This is an optimization exercise on Yosys and OpenROAD, whose aim is small area, a short achievable clock period and few clock cycles per item, not a production implementation.
Only the layout flow was run in this run; the RTL was not checked for function there.

--- flow/flow/run.sh ---
#!/bin/bash
# The standard layout (the standard.sh, unchanged synthesis and steps),
# with one change: the buffer that buffer_ports puts on every input and
# output port is a plain buf_2 instead of the delay cell it picks by itself.
set -euo pipefail
export BUFFER_PORTS_ARGS="-buffer_cell sky130_fd_sc_hd__buf_2"
bash standard.sh > standard.log 2>&1
--- flow/standard.sh ---
#!/bin/bash
# synth_recipe.tcl (not shown) runs the flow's synth.tcl, then flattens the netlist and writes it again
# the make line also repeats each setting of config.mk as NAME=value (left out here)
make -C /OpenROAD-flow-scripts/flow DESIGN_CONFIG=/design/flow/config.mk WORK_HOME=/design/flow/orfs CLKGATE_MAP_FILE= SYNTH_SCRIPT=/design/flow/synth_recipe.tcl "${@:-finish}"
--- flow/config.mk ---
export PLATFORM = sky130hd
export DESIGN_NAME = aes_pipe
export DESIGN_NICKNAME = aes_pipe
export VERILOG_FILES = /design/flow/design.v
export SDC_FILE = /design/flow/constraint.sdc
export NUM_CORES = 4
export LEC_CHECK = 0
export CAP_MARGIN = 20
export CORE_MARGIN = 2
export CORE_UTILIZATION = 60
export CTS_BUF_LIST = sky130_fd_sc_hd__clkbuf_16
export CTS_CLUSTER_DIAMETER = 60
export CTS_CLUSTER_SIZE = 30
export PLACE_DENSITY = 0.72
export SETUP_SLACK_MARGIN = 5
export SLEW_MARGIN = 20
export SYNTH_HIERARCHICAL = 1
--- flow/constraint.sdc ---
create_clock -name core_clock -period 8.0 [get_ports {clk}]
set_input_delay 1.6000 -clock core_clock [delete_from_list [all_inputs] [get_ports {clk}]]
set_output_delay 1.6000 -clock core_clock [all_outputs]
set_load 0.01 [all_outputs]
--- flow/design.v ---
module aes_sbox (
    input  wire [7:0] a,
    output wire [7:0] y
);
    wire U0, U1, U2, U3, U4, U5, U6, U7;
    wire T1, T2, T3, T4, T5, T6, T7, T8, T9, T10, T11, T12;
    wire T13, T14, T15, T16, T17, T18, T19, T20, T21, T22, T23, T24;
    wire T25, T26, T27, M1, M2, M3, M4, M5, M6, M7, M8, M9;
    wire M10, M11, M12, M13, M14, M15, M16, M17, M18, M19, M20, M21;
    wire M22, M23, M24, M25, M26, M27, M28, M29, M30, M31, M32, M33;
    wire M34, M35, M36, M37, M38, M39, M40, M41, M42, M43, M44, M45;
    wire M46, M47, M48, M49, M50, M51, M52, M53, M54, M55, M56, M57;
    wire M58, M59, M60, M61, M62, M63, L0, L1, L2, L3, L4, L5;
    wire L6, L7, L8, L9, L10, L11, L12, L13, L14, L15, L16, L17;
    wire L18, L19, L20, L21, L22, L23, L24, L25, L26, L27, L28, L29;
    wire S0, S1, S2, S3, S4, S5, S6, S7;
    assign {U0, U1, U2, U3, U4, U5, U6, U7} = a;
    aes_g_xor2 g_T1 (.a(U0), .b(U3), .y(T1));
    aes_g_xor2 g_T2 (.a(U0), .b(U5), .y(T2));
    aes_g_xor2 g_T3 (.a(U0), .b(U6), .y(T3));
    aes_g_xor2 g_T4 (.a(U3), .b(U5), .y(T4));
    aes_g_xor2 g_T5 (.a(U4), .b(U6), .y(T5));
    aes_g_xor2 g_T6 (.a(T1), .b(T5), .y(T6));
    aes_g_xor2 g_T7 (.a(U1), .b(U2), .y(T7));
    aes_g_xor2 g_T8 (.a(U7), .b(T6), .y(T8));
    aes_g_xor2 g_T9 (.a(U7), .b(T7), .y(T9));
    aes_g_xor2 g_T10 (.a(T6), .b(T7), .y(T10));
    aes_g_xor2 g_T11 (.a(U1), .b(U5), .y(T11));
    aes_g_xor2 g_T12 (.a(U2), .b(U5), .y(T12));
    aes_g_xor2 g_T13 (.a(T3), .b(T4), .y(T13));
    aes_g_xor2 g_T14 (.a(T6), .b(T11), .y(T14));
    aes_g_xor2 g_T15 (.a(T5), .b(T11), .y(T15));
    aes_g_xor2 g_T16 (.a(T5), .b(T12), .y(T16));
    aes_g_xor2 g_T17 (.a(T9), .b(T16), .y(T17));
    aes_g_xor2 g_T18 (.a(U3), .b(U7), .y(T18));
    aes_g_xor2 g_T19 (.a(T7), .b(T18), .y(T19));
    aes_g_xor2 g_T20 (.a(T1), .b(T19), .y(T20));
    aes_g_xor2 g_T21 (.a(U6), .b(U7), .y(T21));
    aes_g_xor2 g_T22 (.a(T7), .b(T21), .y(T22));
    aes_g_xor2 g_T23 (.a(T2), .b(T22), .y(T23));
    aes_g_xor2 g_T24 (.a(T2), .b(T10), .y(T24));
    aes_g_xor2 g_T25 (.a(T20), .b(T17), .y(T25));
    aes_g_xor2 g_T26 (.a(T3), .b(T16), .y(T26));
    aes_g_xor2 g_T27 (.a(T1), .b(T12), .y(T27));
    aes_g_nand2 g_M1 (.a(T13), .b(T6), .y(M1));
    aes_g_nand2 g_M2 (.a(T23), .b(T8), .y(M2));
    aes_g_xnor2 g_M3 (.a(T14), .b(M1), .y(M3));
    aes_g_nand2 g_M4 (.a(T19), .b(U7), .y(M4));
    aes_g_xor2 g_M5 (.a(M4), .b(M1), .y(M5));
    aes_g_nand2 g_M6 (.a(T3), .b(T16), .y(M6));
    aes_g_nand2 g_M7 (.a(T22), .b(T9), .y(M7));
    aes_g_xnor2 g_M8 (.a(T26), .b(M6), .y(M8));
    aes_g_nand2 g_M9 (.a(T20), .b(T17), .y(M9));
    aes_g_xor2 g_M10 (.a(M9), .b(M6), .y(M10));
    aes_g_nand2 g_M11 (.a(T1), .b(T15), .y(M11));
    aes_g_nand2 g_M12 (.a(T4), .b(T27), .y(M12));
    aes_g_xor2 g_M13 (.a(M12), .b(M11), .y(M13));
    aes_g_nand2 g_M14 (.a(T2), .b(T10), .y(M14));
    aes_g_xor2 g_M15 (.a(M14), .b(M11), .y(M15));
    aes_g_xnor2 g_M16 (.a(M3), .b(M2), .y(M16));
    aes_g_xor2 g_M17 (.a(M5), .b(T24), .y(M17));
    aes_g_xnor2 g_M18 (.a(M8), .b(M7), .y(M18));
    aes_g_xor2 g_M19 (.a(M10), .b(M15), .y(M19));
    aes_g_xor2 g_M20 (.a(M16), .b(M13), .y(M20));
    aes_g_xor2 g_M21 (.a(M17), .b(M15), .y(M21));
    aes_g_xor2 g_M22 (.a(M18), .b(M13), .y(M22));
    aes_g_xor2 g_M23 (.a(M19), .b(T25), .y(M23));
    aes_g_xor2 g_M24 (.a(M22), .b(M23), .y(M24));
    aes_g_nand2 g_M25 (.a(M22), .b(M20), .y(M25));
    aes_g_xnor2 g_M26 (.a(M21), .b(M25), .y(M26));
    aes_g_xor2 g_M27 (.a(M20), .b(M21), .y(M27));
    aes_g_xnor2 g_M28 (.a(M23), .b(M25), .y(M28));
    aes_g_nand2 g_M29 (.a(M28), .b(M27), .y(M29));
    aes_g_nand2 g_M30 (.a(M26), .b(M24), .y(M30));
    aes_g_and2 g_M31 (.a(M20), .b(M23), .y(M31));
    aes_g_nand2 g_M32 (.a(M27), .b(M31), .y(M32));
    aes_g_xnor2 g_M33 (.a(M27), .b(M25), .y(M33));
    aes_g_and2 g_M34 (.a(M21), .b(M22), .y(M34));
    aes_g_nand2 g_M35 (.a(M24), .b(M34), .y(M35));
    aes_g_xnor2 g_M36 (.a(M24), .b(M25), .y(M36));
    aes_g_xnor2 g_M37 (.a(M21), .b(M29), .y(M37));
    aes_g_xnor2 g_M38 (.a(M32), .b(M33), .y(M38));
    aes_g_xnor2 g_M39 (.a(M23), .b(M30), .y(M39));
    aes_g_xnor2 g_M40 (.a(M35), .b(M36), .y(M40));
    aes_g_xor2 g_M41 (.a(M38), .b(M40), .y(M41));
    aes_g_xor2 g_M42 (.a(M37), .b(M39), .y(M42));
    aes_g_xor2 g_M43 (.a(M37), .b(M38), .y(M43));
    aes_g_xor2 g_M44 (.a(M39), .b(M40), .y(M44));
    aes_g_xor2 g_M45 (.a(M42), .b(M41), .y(M45));
    aes_g_nand2 g_M46 (.a(M44), .b(T6), .y(M46));
    aes_g_nand2 g_M47 (.a(M40), .b(T8), .y(M47));
    aes_g_nand2 g_M48 (.a(M39), .b(U7), .y(M48));
    aes_g_nand2 g_M49 (.a(M43), .b(T16), .y(M49));
    aes_g_nand2 g_M50 (.a(M38), .b(T9), .y(M50));
    aes_g_nand2 g_M51 (.a(M37), .b(T17), .y(M51));
    aes_g_nand2 g_M52 (.a(M42), .b(T15), .y(M52));
    aes_g_nand2 g_M53 (.a(M45), .b(T27), .y(M53));
    aes_g_nand2 g_M54 (.a(M41), .b(T10), .y(M54));
    aes_g_nand2 g_M55 (.a(M44), .b(T13), .y(M55));
    aes_g_nand2 g_M56 (.a(M40), .b(T23), .y(M56));
    aes_g_nand2 g_M57 (.a(M39), .b(T19), .y(M57));
    aes_g_nand2 g_M58 (.a(M43), .b(T3), .y(M58));
    aes_g_nand2 g_M59 (.a(M38), .b(T22), .y(M59));
    aes_g_nand2 g_M60 (.a(M37), .b(T20), .y(M60));
    aes_g_nand2 g_M61 (.a(M42), .b(T1), .y(M61));
    aes_g_nand2 g_M62 (.a(M45), .b(T4), .y(M62));
    aes_g_nand2 g_M63 (.a(M41), .b(T2), .y(M63));
    aes_g_xor2 g_L0 (.a(M61), .b(M62), .y(L0));
    aes_g_xor2 g_L1 (.a(M50), .b(M56), .y(L1));
    aes_g_xor2 g_L2 (.a(M46), .b(M48), .y(L2));
    aes_g_xor2 g_L3 (.a(M47), .b(M55), .y(L3));
    aes_g_xor2 g_L4 (.a(M54), .b(M58), .y(L4));
    aes_g_xor2 g_L5 (.a(M49), .b(M61), .y(L5));
    aes_g_xnor2 g_L6 (.a(M62), .b(L5), .y(L6));
    aes_g_xnor2 g_L7 (.a(M46), .b(L3), .y(L7));
    aes_g_xor2 g_L8 (.a(M51), .b(M59), .y(L8));
    aes_g_xor2 g_L9 (.a(M52), .b(M53), .y(L9));
    aes_g_xnor2 g_L10 (.a(M53), .b(L4), .y(L10));
    aes_g_xnor2 g_L11 (.a(M60), .b(L2), .y(L11));
    aes_g_xor2 g_L12 (.a(M48), .b(M51), .y(L12));
    aes_g_xnor2 g_L13 (.a(M50), .b(L0), .y(L13));
    aes_g_xor2 g_L14 (.a(M52), .b(M61), .y(L14));
    aes_g_xnor2 g_L15 (.a(M55), .b(L1), .y(L15));
    aes_g_xnor2 g_L16 (.a(M56), .b(L0), .y(L16));
    aes_g_xnor2 g_L17 (.a(M57), .b(L1), .y(L17));
    aes_g_xnor2 g_L18 (.a(M58), .b(L8), .y(L18));
    aes_g_xnor2 g_L19 (.a(M63), .b(L4), .y(L19));
    aes_g_xor2 g_L20 (.a(L0), .b(L1), .y(L20));
    aes_g_xor2 g_L21 (.a(L1), .b(L7), .y(L21));
    aes_g_xor2 g_L22 (.a(L3), .b(L12), .y(L22));
    aes_g_xor2 g_L23 (.a(L18), .b(L2), .y(L23));
    aes_g_xor2 g_L24 (.a(L15), .b(L9), .y(L24));
    aes_g_xor2 g_L25 (.a(L6), .b(L10), .y(L25));
    aes_g_xor2 g_L26 (.a(L7), .b(L9), .y(L26));
    aes_g_xor2 g_L27 (.a(L8), .b(L10), .y(L27));
    aes_g_xor2 g_L28 (.a(L11), .b(L14), .y(L28));
    aes_g_xor2 g_L29 (.a(L11), .b(L17), .y(L29));
    aes_g_xor2 g_S0 (.a(L6), .b(L24), .y(S0));
    aes_g_xnor2 g_S1 (.a(L16), .b(L26), .y(S1));
    aes_g_xnor2 g_S2 (.a(L19), .b(L28), .y(S2));
    aes_g_xor2 g_S3 (.a(L6), .b(L21), .y(S3));
    aes_g_xor2 g_S4 (.a(L20), .b(L22), .y(S4));
    aes_g_xor2 g_S5 (.a(L25), .b(L29), .y(S5));
    aes_g_xnor2 g_S6 (.a(L13), .b(L27), .y(S6));
    aes_g_xnor2 g_S7 (.a(L6), .b(L23), .y(S7));
    assign y = {S0, S1, S2, S3, S4, S5, S6, S7};
endmodule
module aes_sbox_a (
    input  wire [7:0] a,
    output wire [11:0] c
);
    wire U0, U1, U2, U3, U4, U5, U6, U7;
    wire T1, T2, T3, T4, T5, T6, T7, T8, T9, T10, T11, T12;
    wire T13, T14, T15, T16, T17, T18, T19, T20, T21, T22, T23, T24;
    wire T25, T26, T27, M1, M2, M3, M4, M5, M6, M7, M8, M9;
    wire M10, M11, M12, M13, M14, M15, M16, M17, M18, M19, M20, M21;
    wire M22;
    assign {U0, U1, U2, U3, U4, U5, U6, U7} = a;
    aes_g_xor2 g_T1 (.a(U0), .b(U3), .y(T1));
    aes_g_xor2 g_T2 (.a(U0), .b(U5), .y(T2));
    aes_g_xor2 g_T3 (.a(U0), .b(U6), .y(T3));
    aes_g_xor2 g_T4 (.a(U3), .b(U5), .y(T4));
    aes_g_xor2 g_T5 (.a(U4), .b(U6), .y(T5));
    aes_g_xor2 g_T6 (.a(T1), .b(T5), .y(T6));
    aes_g_xor2 g_T7 (.a(U1), .b(U2), .y(T7));
    aes_g_xor2 g_T8 (.a(U7), .b(T6), .y(T8));
    aes_g_xor2 g_T9 (.a(U7), .b(T7), .y(T9));
    aes_g_xor2 g_T10 (.a(T6), .b(T7), .y(T10));
    aes_g_xor2 g_T11 (.a(U1), .b(U5), .y(T11));
    aes_g_xor2 g_T12 (.a(U2), .b(U5), .y(T12));
    aes_g_xor2 g_T13 (.a(T3), .b(T4), .y(T13));
    aes_g_xor2 g_T14 (.a(T6), .b(T11), .y(T14));
    aes_g_xor2 g_T15 (.a(T5), .b(T11), .y(T15));
    aes_g_xor2 g_T16 (.a(T5), .b(T12), .y(T16));
    aes_g_xor2 g_T17 (.a(T9), .b(T16), .y(T17));
    aes_g_xor2 g_T18 (.a(U3), .b(U7), .y(T18));
    aes_g_xor2 g_T19 (.a(T7), .b(T18), .y(T19));
    aes_g_xor2 g_T20 (.a(T1), .b(T19), .y(T20));
    aes_g_xor2 g_T21 (.a(U6), .b(U7), .y(T21));
    aes_g_xor2 g_T22 (.a(T7), .b(T21), .y(T22));
    aes_g_xor2 g_T23 (.a(T2), .b(T22), .y(T23));
    aes_g_xor2 g_T24 (.a(T2), .b(T10), .y(T24));
    aes_g_xor2 g_T25 (.a(T20), .b(T17), .y(T25));
    aes_g_xor2 g_T26 (.a(T3), .b(T16), .y(T26));
    aes_g_xor2 g_T27 (.a(T1), .b(T12), .y(T27));
    aes_g_nand2 g_M1 (.a(T13), .b(T6), .y(M1));
    aes_g_nand2 g_M2 (.a(T23), .b(T8), .y(M2));
    aes_g_xnor2 g_M3 (.a(T14), .b(M1), .y(M3));
    aes_g_nand2 g_M4 (.a(T19), .b(U7), .y(M4));
    aes_g_xor2 g_M5 (.a(M4), .b(M1), .y(M5));
    aes_g_nand2 g_M6 (.a(T3), .b(T16), .y(M6));
    aes_g_nand2 g_M7 (.a(T22), .b(T9), .y(M7));
    aes_g_xnor2 g_M8 (.a(T26), .b(M6), .y(M8));
    aes_g_nand2 g_M9 (.a(T20), .b(T17), .y(M9));
    aes_g_xor2 g_M10 (.a(M9), .b(M6), .y(M10));
    aes_g_nand2 g_M11 (.a(T1), .b(T15), .y(M11));
    aes_g_nand2 g_M12 (.a(T4), .b(T27), .y(M12));
    aes_g_xor2 g_M13 (.a(M12), .b(M11), .y(M13));
    aes_g_nand2 g_M14 (.a(T2), .b(T10), .y(M14));
    aes_g_xor2 g_M15 (.a(M14), .b(M11), .y(M15));
    aes_g_xnor2 g_M16 (.a(M3), .b(M2), .y(M16));
    aes_g_xor2 g_M17 (.a(M5), .b(T24), .y(M17));
    aes_g_xnor2 g_M18 (.a(M8), .b(M7), .y(M18));
    aes_g_xor2 g_M19 (.a(M10), .b(M15), .y(M19));
    aes_g_xor2 g_M20 (.a(M16), .b(M13), .y(M20));
    aes_g_xor2 g_M21 (.a(M17), .b(M15), .y(M21));
    aes_g_xor2 g_M22 (.a(M18), .b(M13), .y(M22));
    assign c = {M19, M20, M21, M22, U7, T1, T2, T3, T16, T27, T17, T25};
endmodule
module aes_sbox_b (
    input  wire [11:0] c,
    output wire [7:0] y
);
    wire M19, M20, M21, M22, U7, T1, T2, T3, T16, T27, T17, T25;
    wire T4, T13, T15, T6, T9, T10, T20, T8, T19, T22, T23, M23;
    wire M24, M25, M26, M27, M28, M29, M30, M31, M32, M33, M34, M35;
    wire M36, M37, M38, M39, M40, M41, M42, M43, M44, M45, M46, M47;
    wire M48, M49, M50, M51, M52, M53, M54, M55, M56, M57, M58, M59;
    wire M60, M61, M62, M63, L0, L1, L2, L3, L4, L5, L6, L7;
    wire L8, L9, L10, L11, L12, L13, L14, L15, L16, L17, L18, L19;
    wire L20, L21, L22, L23, L24, L25, L26, L27, L28, L29;
    wire S0, S1, S2, S3, S4, S5, S6, S7;
    assign {M19, M20, M21, M22, U7, T1, T2, T3, T16, T27, T17, T25} = c;
    aes_g_xor2 g_T4 (.a(T1), .b(T2), .y(T4));
    aes_g_xor2 g_T13 (.a(T3), .b(T4), .y(T13));
    aes_g_xor2 g_T15 (.a(U7), .b(T17), .y(T15));
    aes_g_xor2 g_T6 (.a(T16), .b(T27), .y(T6));
    aes_g_xor2 g_T9 (.a(T16), .b(T17), .y(T9));
    aes_g_xor2 g_T10 (.a(T27), .b(T15), .y(T10));
    aes_g_xor2 g_T20 (.a(T17), .b(T25), .y(T20));
    aes_g_xor2 g_T8 (.a(U7), .b(T6), .y(T8));
    aes_g_xor2 g_T19 (.a(T1), .b(T20), .y(T19));
    aes_g_xor2 g_T22 (.a(T3), .b(T20), .y(T22));
    aes_g_xor2 g_T23 (.a(T2), .b(T22), .y(T23));
    aes_g_xor2 g_M23 (.a(M19), .b(T25), .y(M23));
    aes_g_xor2 g_M24 (.a(M22), .b(M23), .y(M24));
    aes_g_nand2 g_M25 (.a(M22), .b(M20), .y(M25));
    aes_g_xnor2 g_M26 (.a(M21), .b(M25), .y(M26));
    aes_g_xor2 g_M27 (.a(M20), .b(M21), .y(M27));
    aes_g_xnor2 g_M28 (.a(M23), .b(M25), .y(M28));
    aes_g_nand2 g_M29 (.a(M28), .b(M27), .y(M29));
    aes_g_nand2 g_M30 (.a(M26), .b(M24), .y(M30));
    aes_g_and2 g_M31 (.a(M20), .b(M23), .y(M31));
    aes_g_nand2 g_M32 (.a(M27), .b(M31), .y(M32));
    aes_g_xnor2 g_M33 (.a(M27), .b(M25), .y(M33));
    aes_g_and2 g_M34 (.a(M21), .b(M22), .y(M34));
    aes_g_nand2 g_M35 (.a(M24), .b(M34), .y(M35));
    aes_g_xnor2 g_M36 (.a(M24), .b(M25), .y(M36));
    aes_g_xnor2 g_M37 (.a(M21), .b(M29), .y(M37));
    aes_g_xnor2 g_M38 (.a(M32), .b(M33), .y(M38));
    aes_g_xnor2 g_M39 (.a(M23), .b(M30), .y(M39));
    aes_g_xnor2 g_M40 (.a(M35), .b(M36), .y(M40));
    aes_g_xor2 g_M41 (.a(M38), .b(M40), .y(M41));
    aes_g_xor2 g_M42 (.a(M37), .b(M39), .y(M42));
    aes_g_xor2 g_M43 (.a(M37), .b(M38), .y(M43));
    aes_g_xor2 g_M44 (.a(M39), .b(M40), .y(M44));
    aes_g_xor2 g_M45 (.a(M42), .b(M41), .y(M45));
    aes_g_nand2 g_M46 (.a(M44), .b(T6), .y(M46));
    aes_g_nand2 g_M47 (.a(M40), .b(T8), .y(M47));
    aes_g_nand2 g_M48 (.a(M39), .b(U7), .y(M48));
    aes_g_nand2 g_M49 (.a(M43), .b(T16), .y(M49));
    aes_g_nand2 g_M50 (.a(M38), .b(T9), .y(M50));
    aes_g_nand2 g_M51 (.a(M37), .b(T17), .y(M51));
    aes_g_nand2 g_M52 (.a(M42), .b(T15), .y(M52));
    aes_g_nand2 g_M53 (.a(M45), .b(T27), .y(M53));
    aes_g_nand2 g_M54 (.a(M41), .b(T10), .y(M54));
    aes_g_nand2 g_M55 (.a(M44), .b(T13), .y(M55));
    aes_g_nand2 g_M56 (.a(M40), .b(T23), .y(M56));
    aes_g_nand2 g_M57 (.a(M39), .b(T19), .y(M57));
    aes_g_nand2 g_M58 (.a(M43), .b(T3), .y(M58));
    aes_g_nand2 g_M59 (.a(M38), .b(T22), .y(M59));
    aes_g_nand2 g_M60 (.a(M37), .b(T20), .y(M60));
    aes_g_nand2 g_M61 (.a(M42), .b(T1), .y(M61));
    aes_g_nand2 g_M62 (.a(M45), .b(T4), .y(M62));
    aes_g_nand2 g_M63 (.a(M41), .b(T2), .y(M63));
    aes_g_xor2 g_L0 (.a(M61), .b(M62), .y(L0));
    aes_g_xor2 g_L1 (.a(M50), .b(M56), .y(L1));
    aes_g_xor2 g_L2 (.a(M46), .b(M48), .y(L2));
    aes_g_xor2 g_L3 (.a(M47), .b(M55), .y(L3));
    aes_g_xor2 g_L4 (.a(M54), .b(M58), .y(L4));
    aes_g_xor2 g_L5 (.a(M49), .b(M61), .y(L5));
    aes_g_xnor2 g_L6 (.a(M62), .b(L5), .y(L6));
    aes_g_xnor2 g_L7 (.a(M46), .b(L3), .y(L7));
    aes_g_xor2 g_L8 (.a(M51), .b(M59), .y(L8));
    aes_g_xor2 g_L9 (.a(M52), .b(M53), .y(L9));
    aes_g_xnor2 g_L10 (.a(M53), .b(L4), .y(L10));
    aes_g_xnor2 g_L11 (.a(M60), .b(L2), .y(L11));
    aes_g_xor2 g_L12 (.a(M48), .b(M51), .y(L12));
    aes_g_xnor2 g_L13 (.a(M50), .b(L0), .y(L13));
    aes_g_xor2 g_L14 (.a(M52), .b(M61), .y(L14));
    aes_g_xnor2 g_L15 (.a(M55), .b(L1), .y(L15));
    aes_g_xnor2 g_L16 (.a(M56), .b(L0), .y(L16));
    aes_g_xnor2 g_L17 (.a(M57), .b(L1), .y(L17));
    aes_g_xnor2 g_L18 (.a(M58), .b(L8), .y(L18));
    aes_g_xnor2 g_L19 (.a(M63), .b(L4), .y(L19));
    aes_g_xor2 g_L20 (.a(L0), .b(L1), .y(L20));
    aes_g_xor2 g_L21 (.a(L1), .b(L7), .y(L21));
    aes_g_xor2 g_L22 (.a(L3), .b(L12), .y(L22));
    aes_g_xor2 g_L23 (.a(L18), .b(L2), .y(L23));
    aes_g_xor2 g_L24 (.a(L15), .b(L9), .y(L24));
    aes_g_xor2 g_L25 (.a(L6), .b(L10), .y(L25));
    aes_g_xor2 g_L26 (.a(L7), .b(L9), .y(L26));
    aes_g_xor2 g_L27 (.a(L8), .b(L10), .y(L27));
    aes_g_xor2 g_L28 (.a(L11), .b(L14), .y(L28));
    aes_g_xor2 g_L29 (.a(L11), .b(L17), .y(L29));
    aes_g_xor2 g_S0 (.a(L6), .b(L24), .y(S0));
    aes_g_xnor2 g_S1 (.a(L16), .b(L26), .y(S1));
    aes_g_xnor2 g_S2 (.a(L19), .b(L28), .y(S2));
    aes_g_xor2 g_S3 (.a(L6), .b(L21), .y(S3));
    aes_g_xor2 g_S4 (.a(L20), .b(L22), .y(S4));
    aes_g_xor2 g_S5 (.a(L25), .b(L29), .y(S5));
    aes_g_xnor2 g_S6 (.a(L13), .b(L27), .y(S6));
    aes_g_xnor2 g_S7 (.a(L6), .b(L23), .y(S7));
    assign y = {S0, S1, S2, S3, S4, S5, S6, S7};
endmodule
module aes_g_xor2 (
    input  wire a,
    input  wire b,
    output wire y
);
    assign y = a ^ b;
endmodule
module aes_g_xnor2 (
    input  wire a,
    input  wire b,
    output wire y
);
    assign y = ~(a ^ b);
endmodule
module aes_g_and2 (
    input  wire a,
    input  wire b,
    output wire y
);
    assign y = a & b;
endmodule
module aes_g_nand2 (
    input  wire a,
    input  wire b,
    output wire y
);
    assign y = ~(a & b);
endmodule
module aes_g_nor2 (
    input  wire a,
    input  wire b,
    output wire y
);
    assign y = ~(a | b);
endmodule
module aes_pipe (
    input  wire         clk,
    input  wire         rst,         
    input  wire         in_valid,
    output wire         in_ready,
    input  wire         in_key256,   
    input  wire [255:0] in_key,
    input  wire [127:0] in_block,
    output reg          out_valid,
    output reg  [127:0] out_block
);
    localparam integer CW = 12;      
    reg [127:0]      s0;             
    reg [127:0]      ka0, kb0;
    reg              v0, w0;         
    reg [3:0]        r0;             
    reg [16*CW-1:0]  m1;
    reg [4*CW-1:0]   km1;
    reg [127:0]      ka1, kb1;
    reg              v1, w1;
    reg [3:0]        r1;
    reg [127:0]      sub2;
    reg [31:0]       t2;             
    reg              rot2;           
    reg [7:0]        rcon2;          
    reg [127:0]      ka2, kb2;
    reg              v2, w2;
    reg [3:0]        r2;
    reg  load;
    wire last1  = w1 ? (r1 == 4'd14) : (r1 == 4'd10);
    wire last2  = w2 ? (r2 == 4'd14) : (r2 == 4'd10);
    wire v0_n   = load ? in_valid : (v2 && !last2);
    wire ok0_n  = load ? !(in_valid && in_key256)
                       : (!v2 || last2 || !w2 || (r2 >= 4'd4));
    wire ok1_n  = !v0 || !w0 || (r0 >= 4'd5);
    wire load_n = (!v1 || last1) && ok0_n && ok1_n;
    assign in_ready = load;
    always @(posedge clk) begin
        if (rst) begin
            v0        <= 1'b0;
            v1        <= 1'b0;
            v2        <= 1'b0;
            out_valid <= 1'b0;
            load      <= 1'b1;
        end else begin
            v0        <= v0_n;
            v1        <= v0;
            v2        <= v1;
            out_valid <= v2 && last2;
            load      <= load_n;
        end
    end
    wire [127:0]     x  = s0 ^ kb0;
    wire [31:0]      kw = ka0[31:0];      
    wire [16*CW-1:0] m_a;
    wire [4*CW-1:0]  km_a;
    genvar gi;
    generate
        for (gi = 0; gi < 16; gi = gi + 1) begin : g_sa
            aes_sbox_a u_sa (.a(x[8*gi +: 8]), .c(m_a[CW*gi +: CW]));
        end
        for (gi = 0; gi < 4; gi = gi + 1) begin : g_ksa
            aes_sbox_a u_sa (.a(kw[8*gi +: 8]), .c(km_a[CW*gi +: CW]));
        end
    endgenerate
    always @(posedge clk) begin
        m1  <= m_a;
        km1 <= km_a;
        ka1 <= ka0;
        kb1 <= kb0;
        w1  <= w0;
        r1  <= r0;
    end
    wire [127:0] sub_b;
    wire [31:0]  t_b;
    generate
        for (gi = 0; gi < 16; gi = gi + 1) begin : g_sb
            aes_sbox_b u_sb (.c(m1[CW*gi +: CW]), .y(sub_b[8*gi +: 8]));
        end
        for (gi = 0; gi < 4; gi = gi + 1) begin : g_ksb
            aes_sbox_b u_sb (.c(km1[CW*gi +: CW]), .y(t_b[8*gi +: 8]));
        end
    endgenerate
    reg [7:0] rcon_b;
    always @(*) begin
        case ({w1, r1})
            5'h01: rcon_b = 8'h01;
            5'h02: rcon_b = 8'h02;
            5'h03: rcon_b = 8'h04;
            5'h04: rcon_b = 8'h08;
            5'h05: rcon_b = 8'h10;
            5'h06: rcon_b = 8'h20;
            5'h07: rcon_b = 8'h40;
            5'h08: rcon_b = 8'h80;
            5'h09: rcon_b = 8'h1b;
            5'h0a: rcon_b = 8'h36;
            5'h11: rcon_b = 8'h01;
            5'h13: rcon_b = 8'h02;
            5'h15: rcon_b = 8'h04;
            5'h17: rcon_b = 8'h08;
            5'h19: rcon_b = 8'h10;
            5'h1b: rcon_b = 8'h20;
            5'h1d: rcon_b = 8'h40;
            default: rcon_b = 8'h00;
        endcase
    end
    always @(posedge clk) begin
        sub2  <= sub_b;
        t2    <= t_b;
        rot2  <= !w1 || r1[0];
        rcon2 <= rcon_b;
        ka2  <= ka1;
        kb2  <= kb1;
        w2   <= w1;
        r2   <= r1;
    end
    wire [127:0] sr;
    generate
        for (gi = 0; gi < 16; gi = gi + 1) begin : g_shift
            localparam integer SRC = (gi % 4) + 4 * (((gi / 4) + (gi % 4)) % 4);
            assign sr[127 - 8*gi -: 8] = sub2[127 - 8*SRC -: 8];
        end
    endgenerate
    wire [127:0] mc;
    generate
        for (gi = 0; gi < 4; gi = gi + 1) begin : g_mc
            aes_mixcol u_mc (.a(sr[32*gi +: 32]), .y(mc[32*gi +: 32]));
        end
    endgenerate
    wire [31:0]  t_w = (rot2 ? {t2[23:0], t2[31:24]} : t2) ^ {rcon2, 24'h0};
    wire [31:0]  p0  = kb2[127:96];
    wire [31:0]  p1  = kb2[127:96] ^ kb2[95:64];
    wire [31:0]  p2  = p1 ^ kb2[63:32];
    wire [31:0]  p3  = p1 ^ (kb2[63:32] ^ kb2[31:0]);
    wire [127:0] nk  = {p0 ^ t_w, p1 ^ t_w, p2 ^ t_w, p3 ^ t_w};
    wire [127:0] rk  = w2 ? ka2 : nk;
    always @(posedge clk) begin
        if (load) begin
            s0  <= in_block;
            ka0 <= {in_key[127:32], in_key256 ? in_key[31:0] : in_key[159:128]};
            kb0 <= in_key[255:128];
            w0  <= in_key256;
            r0  <= 4'd1;
        end else begin
            s0  <= mc;
            ka0 <= nk;
            kb0 <= rk;
            w0  <= w2;
            r0  <= r2 + 4'd1;
        end
        out_block <= sr ^ rk;
    end
endmodule
module aes_mixcol (
    input  wire [31:0] a,
    output wire [31:0] y
);
    wire [7:0] b [0:3];      
    wire [7:0] p [0:3];      
    wire [7:0] q [0:3];      
    wire [7:0] x [0:3];      
    genvar i, j;
    generate
        for (i = 0; i < 4; i = i + 1) begin : g_col
            assign b[i] = a[31 - 8*i -: 8];
        end
        for (i = 0; i < 4; i = i + 1) begin : g_byte
            for (j = 0; j < 8; j = j + 1) begin : g_bit
                aes_g_xor2 g_p (.a(b[i][j]), .b(b[(i+1)%4][j]), .y(p[i][j]));
            end
        end
        for (i = 0; i < 4; i = i + 1) begin : g_q
            for (j = 0; j < 8; j = j + 1) begin : g_bit
                aes_g_xor2 g_q (.a(b[(i+1)%4][j]), .b(p[(i+2)%4][j]), .y(q[i][j]));
            end
        end
        for (i = 0; i < 4; i = i + 1) begin : g_xt
            assign x[i][0] = p[i][7];
            aes_g_xor2 g_x1 (.a(p[i][0]), .b(p[i][7]), .y(x[i][1]));
            assign x[i][2] = p[i][1];
            aes_g_xor2 g_x3 (.a(p[i][2]), .b(p[i][7]), .y(x[i][3]));
            aes_g_xor2 g_x4 (.a(p[i][3]), .b(p[i][7]), .y(x[i][4]));
            assign x[i][5] = p[i][4];
            assign x[i][6] = p[i][5];
            assign x[i][7] = p[i][6];
        end
        for (i = 0; i < 4; i = i + 1) begin : g_y
            for (j = 0; j < 8; j = j + 1) begin : g_bit
                aes_g_xor2 g_y (.a(x[i][j]), .b(q[i][j]), .y(y[31 - 8*i - 7 + j]));
            end
        end
    endgenerate
endmodule
==> impl_metrics.yaml <==
synth:
  synth_compound_area_share_pct: 1.748
  synth_ff_type: "dfxtp_1"
  synth_nets: 6828
  ys_seq_area_share_pct: 42.92
  synthAdderAreaFrac_pct: 0.1108
  synth.avg_cell_area_um2: 10.53
  synth_cell_types: 37
  syn_inst: 6434
  ys_ff_latch: 1453
  yosysWarnings: 8
  synth_top_family_by_area: "XOR/XNOR gates"
  synth_edf_count: 0
  synth-xor-area-share_pct: 38.96
  yosys.area_share.simple_pct: 5.376
  synthesis.area_mm2: 0.06777
  muxShareOfSynthArea_pct: 5.845
  synthArstFlopShare_pct: 0
timing:
  max_freq_mhz: 337.1
  worst-slew-pin-transition_ps: 1152
  fin_crit_ps: 2967
  fin_tns_setup_ps: 0
  slew_headroom_pct: 22.97
  setup_violations: 0
  post-route-period-util_pct: 37.08
  skew_ps: 46.20
  finalHoldViolCount: 0
  slew_viol_final: 0
  holdWs_ps: 310.8
  setup_slack_ps: 5033
  rsz0062_at_grt: "true"
final_layout:
  layout_common_cells: "xor2_1 (2,123), dfxtp_1 (1,444), nand2_1 (833)"
  multi_input_area_mm2: 0.03759
  final_common_cell: "xor2_1"
  final_layout_size_suffix_gt1_share_pct: 18.51
  fill_cells: 8781
  final_cells: 8202
  area_delta_synth_final_pct: 11.84
  final_nets: 6989
  ff_latch_area_mm2: 0.02911
floorplanning:
  initial_utilization_pct: 60.41
  die_w_um: 340.1
  dieArea_mm2: 0.1157
  rows: 123
  io_pins: 518
  design.core.area_mm2: 0.1122
  die_y_um: 340.1
place:
  hpwlAfterDp_um: 149400
  io_buffers: 517
  dp.cells: 7969
  pre_cts_slack_ps: 4792
  gp_congestion: 0.9521
clocking:
  clock_sink_count: 1453
  clockBufferDepth: 3
  htree_levels: 3
  cts_tree: "built"
  clk_pin_slew_ps: 100
  numCtsBuffers: 108
  clock_latency_ps: 730
  cts-root-buf: "clkbuf_16"
setup_path:
  critPathKind: "reg -> reg"
  start_kind: "flop"
  critPathArrivalTime_ps: 3520
  cp_max_fo: 68
  endpoint_kind: "flop"
  crit_required_ps: 8550
detailed_routing:
  viasPerCell: 5.035
  wire_per_inst_um: 22.85
  drt.antenna.violating_nets: 0
  num_vias: 41300
  drt-pass1-iter-count: 5
  drt_iter0_drc: 2688
  wirelength_um: 187500
  route.detailed.drc: 0
hold_path:
  holdCritPathClass: "reg -> reg"
run_status:
  outcome: "no timing/DRC/antenna violations"
flow_run:
  cap_violations: 0
global_route:
  grt_pass1_wl_um: 269700
  grt_pass1_vias: 41920
  grt_overflow: 0
  track_usage_pct: 31.54
  grt_max_degree: 198
  antenna_found_initial: 14
==> cell type report <==
cell class / instances / area share, %
diodes: 12 / 0.03962
clock buffers: 113 / 3.731
clock inverters: 92 / 1.996
inverters: 3 / 0.01486
multi-input cells: 4484 / 49.59
flip-flops and latches: 1453 / 38.40
well taps: 1500 / 2.476
repair buffers: 545 / 3.747
==> modules after synthesis, one instance, submodules excluded, a selection <==
module	flops+latches	cells inside	area, um2	times used
aes_sbox_b	0	8	60.06	20
aes_pipe	1453	2822	39940	1
aes_g_xnor2	0	1	8.758	520
aes_g_and2	0	1	6.256	40
aes_sbox_a	0	12	90.09	20
aes_g_nand2	0	1	3.754	640
aes_g_xor2	0	1	8.758	2012
==> metrics by stage <==
stage | cell area (um2) | utilization (%)
after floorplan | 67770 | -
after global placement | 68940 | 61.45
after detailed placement | 68940 | 61.45
after CTS | 73830 | 65.80
after global routing | 75770 | 67.53
final | 75790 | 67.56
==> repair_timing <==
| action | in CTS | in global routing |
|---|---|---|
| resized for setup | 72 | 217 |
| setup endpoints to repair | 114 | 136 |
| pin swaps | 0 | 66 |
| hold buffers | 0 | 0 |
| setup buffers | 4 | 12 |
==> synth_stat cells, types with 23 or more instances <==
cell type  count  area [um2]
xor2_1      2237       19590
mux2i_1      115        1151
and2_1        40       250.2
nor2_1        28       105.1
dfxtp_1     1453       29090
o21ai_1       23       115.1
clkbuf_1      73       274.0
xnor2_1      684        5991
buf_4        400        3003
mux2_2       241        2714
a21oi_1       25       125.1
o21ai_0      167       835.8
nand2_1      837        3142
xnor3_1       32       720.7
==> worst paths after layout <==
path              depth (start not counted)  slack [ps]            start                    end
setup reg to reg                          3        5030       w2$_DFF_P_  out_block[61]$_DFF_P_
setup / recovery                          3        5030       w2$_DFF_P_  out_block[61]$_DFF_P_
hold / removal                            0         310  ka1[65]$_DFF_P_        ka2[65]$_DFF_P_
hold reg to reg                           0         310  ka1[65]$_DFF_P_        ka2[65]$_DFF_P_
==> logic make-up (layout without fill, tap and decap cells) <==
group           Yosys count  after routing
other cells               0             12
buf+inv                 497            753
simple gates            927            927
fa+ha+maj                 6              6
flops                  1453           1453
xor+xnor               2959           2959
compound gates          229            229
mux                     363            363
==> registers in the layout, indices dropped and copies added, names as in the netlist, 8 cells and up <==
signal / flops
ka0: 128
ka1: 128
ka2: 128
kb0: 128
kb1: 128
kb2: 128
km1: 48
m1: 192
out_block: 128
rcon2: 8
s0: 128
sub2: 128
t2: 32
==> per-layer routing <==
metal	part of all wire (%)	track usage, %	vias to the layer above
li1	-	-	19960
met1	45	43.11	19930
met2	46	51.18	1117
met3	4.8	3.815	281
met4	3.8	11.96	8
met5	0.031	0	-
==> critical path: stages, from the launching register on <==
cell,delay [ps]
dfxtp_4,890
buf_4,860
mux2i_1,710
xnor2_1,200

afterwards: timing with drivers on the ports:
The results above use ideal ports. As a check the final layout listed here was re-extracted and re-timed, cells and wires unchanged. Step 1 sets driving cells, clkbuf_16 on the clock port and buf_2 on the other inputs (assumed; they add their load-dependent delay and slew). Step 2 adds t to the input delays and takes it off the output delays; t is the mean of the earliest and latest rising clock arrival at the registers after step 1. Input paths then give back, and output paths get back, about the clock's delay inside the block. Slacks: ideal ports / drivers / drivers and shift; pairs: ideal ports / drivers.
t (ns): 0.792
setup slack, ns: 5.033 / 4.972 / 5.033
worst hold slack (ns): 0.311 / 0.311 / 0.311
clock arrival spread, ns: 0.052 / 0.052
After both steps this run still meets setup and hold. The setup slack of this run moves by -0.061 ns with the drivers and by 0.000 ns with both steps.
